Source: an optimization exercise on an open RTL-to-GDS flow (aim: small area and a short achievable clock period). Production flows keep margins and buffers that such runs may drop.
The RTL was checked by simulation tests, not by an equivalence proof against the original design.

Setup of lane 1:
// wfq_admit
module wfq_admit (
    input  wire        clk,
    input  wire        rst,           
    input  wire        join_valid,
    input  wire [2:0]  join_flow,
    input  wire [6:0]  join_cells,
    input  wire [7:0]  join_weight,
    input  wire [2:0]  adm_limit,
    output reg  [2:0]  adm_count,
    output reg  [11:0] adm_flow,
    output reg  [47:0] vtime,
    output wire [7:0]  full
);
==> flow/config.mk <==
export PLATFORM = sky130hd
export DESIGN_NAME = wfq_admit
export DESIGN_NICKNAME = wfq_admit
export VERILOG_FILES = /design/flow/design.v
export SDC_FILE = /design/flow/constraint.sdc
export NUM_CORES = 8
export LEC_CHECK = 0
export ABC_AREA = 1
export CAP_MARGIN = 10
export CORE_MARGIN = 2
export CORE_UTILIZATION = 30
export CTS_BUF_LIST = sky130_fd_sc_hd__clkbuf_16
export CTS_CLUSTER_DIAMETER = 120
export CTS_CLUSTER_SIZE = 20
export SLEW_MARGIN = 10
==> flow/constraint.sdc <==
create_clock -name core_clock -period 300.0 [get_ports {clk}]
set_input_delay 60.0000 -clock core_clock [delete_from_list [all_inputs] [get_ports {clk}]]
set_output_delay 60.0000 -clock core_clock [all_outputs]
set_load 0.01 [all_outputs]
standard.sh (not shown) runs the stock make flow with config.mk's settings and CLKGATE_MAP_FILE= SYNTH_SCRIPT=/design/flow/synth_recipe.tcl, a recipe that flattens the netlist after the stock synthesis.
==> flow/flow/run.sh <==
#!/bin/bash
# Own flow: the standard layout (standard.sh, ORFS from synthesis to the
# final layout) with two changes:
# - ABC maps the logic with an area-oriented script (flow/abc_area.script:
#   dc2, dch -f, map -a) instead of ORFS's abc_area.script, which maps for
#   delay and then buffers and upsizes. Registers are mapped before ABC runs,
#   so they are the standard synthesis's.
# - ORFS's repair_timing steps (floorplan, after CTS, after global routing)
#   run with a setup margin of 237 ns, so they work on the paths longer than
#   63 ns of the 300 ns clock. The constraints are the design's.
set -euo pipefail
W=$(pwd)
rm -rf "$W/scripts"
cp -a "$FLOW_HOME/scripts" "$W/scripts"
cp "$W/flow/abc_area.script" "$W/scripts/abc_area.script"
export SCRIPTS_DIR="$W/scripts"
bash "$W/standard.sh" SETUP_SLACK_MARGIN=237 finish > "$W/standard_make.log" 2>&1
==> flow/flow/abc_area.script <==
strash
dc2
dch -f
map -a
topo
stime -c
No crash in lane 1: every stage finished, but the layout fails its final checks due to capacitance limit, slew limit.
The following lists how lane 2 was set up differently from lane 1:
Settings: changing SLEW_MARGIN from 10 to 20; changing CAP_MARGIN from 10 to 20.
-- flow/flow/run.sh --
<<< lane 1, line 3
# final layout) with two changes:
# - ABC maps the logic with an area-oriented script (flow/abc_area.script:
#   dc2, dch -f, map -a) instead of ORFS's abc_area.script, which maps for
#   delay and then buffers and upsizes. Registers are mapped before ABC runs,
#   so they are the standard synthesis's.
>>> lane 2, line 3
# final layout) with two changes:
# - ABC maps the logic with an area-oriented script (flow/abc_area.script:
#   deepsyn for 120 s, then dch -f and amap) instead of ORFS's abc_area.script, which maps for
#   delay and then buffers and upsizes. Registers are mapped before ABC runs,
#   so they are the standard synthesis's.
==> flow/flow/abc_area.script <==
strash
&get -n
&deepsyn -T 120
&put
dch -f
amap -F 8 -A 16 -C 1000
topo
stime -c
--- outcome ---
Fraction of area in registers in lane 2 is 3.2 points higher than in lane 1
Lower area share of buffers outside the clock network was reported by lane 1, not lane 2.
Diff lane 1 -> lane 2: setup slack of the critical path after layout decreased 0.25 ns, initial core utilization roughly the same, total of fill cells in the finished design has decreased, final weighted congestion of routability-driven global placement picked up an extra 0.78%.
In summary, lane 2 completed successfully, with a layout that passed the timing, design-rule and antenna checks.
Lower post-detailed-routing wire length among lane 1 and lane 2: lane 2
Hold slack on lane 2 is ahead of lane 1.
diff inputs: lane 2 => lane 3
Settings: swapping 30 for 40 in CORE_UTILIZATION.
==> flow/flow/run.sh <==
#!/bin/bash
# Own flow: the standard layout (standard.sh, ORFS from synthesis to the
# final layout) with three changes:
# - ABC maps the logic with an area-oriented script (flow/abc_area.script:
#   &deepsyn for 120 s, then dch -f and amap) instead of ORFS's
#   abc_area.script, which maps for delay and then buffers and upsizes.
#   Registers are mapped before ABC runs, so they are the standard
#   synthesis's.
# - ORFS's repair_timing steps (floorplan, after CTS, after global routing)
#   run with a setup margin of 237 ns, so they work on the paths longer than
#   63 ns of the 300 ns clock. The constraints are the design's.
# - The port buffers are buf_2 cells instead of the delay cells buffer_ports
#   picks by default.
set -euo pipefail
W=$(pwd)
rm -rf "$W/scripts"
cp -a "$FLOW_HOME/scripts" "$W/scripts"
cp "$W/flow/abc_area.script" "$W/scripts/abc_area.script"
export SCRIPTS_DIR="$W/scripts"
bash "$W/standard.sh" SETUP_SLACK_MARGIN=237 "BUFFER_PORTS_ARGS=-buffer_cell sky130_fd_sc_hd__buf_2" finish > "$W/standard_make.log" 2>&1
## What came out
Worst-case setup slack after placement for lane 3 is higher than for lane 2. Summary of lane 3 over lane 2: number of nets produced by synthesis now sits at about the same level; placer's final routability congestion estimate now sits at about the same level; area share of fa/ha/maj cells after synthesis now sits at about the same level. Status: average instance area after synthesis parity (lane 2, lane 3). Placed instance count of lane 3 falls short of that of lane 2 by a few percent. Compared with lane 2, area of placed instances in lane 3 decreased slightly. Number of top-level design ports came out exactly the same in lane 3 and lane 2. Run status, lane 3: aborted in 5_1_grt, error GRT-0229. Any difference in sequential area share after synthesis between lane 2 and lane 3 is small enough to ignore. Area after synthesis: lane 3 vs lane 2, no meaningful difference.

[what the ideal ports hide]
No port has a modelled driver above. Below, the same layouts with a new extraction and two added sets of constraints.
Step 1 assumes that a clkbuf_16 drives the clock port and a buf_2 every other input.
Step 2 adds t to the input delays and takes it off the output delays; t is the mean of the earliest and latest rising clock arrival at the registers after step 1. Input paths then give back, and output paths get back, about the clock's delay inside the block.
Slacks: no drivers / after step 1 / after step 2; pairs: no drivers / after step 1.
| run | t, ns | setup slack, ns | latest minus earliest clock arrival (ns) | worst data-port slew with drivers (ns) |
|---|---|---|---|---|
| lane 1 | 1.070 | 237.005 / 237.069 / 236.016 | 0.101 / 0.100 | 0.21 |
| lane 2 | 1.063 | 236.756 / 236.861 / 235.798 | 0.112 / 0.112 | 0.12 |
The setup slack of lane 1, which loses most, moves by +0.064 ns with the drivers and by -0.989 ns with both steps.
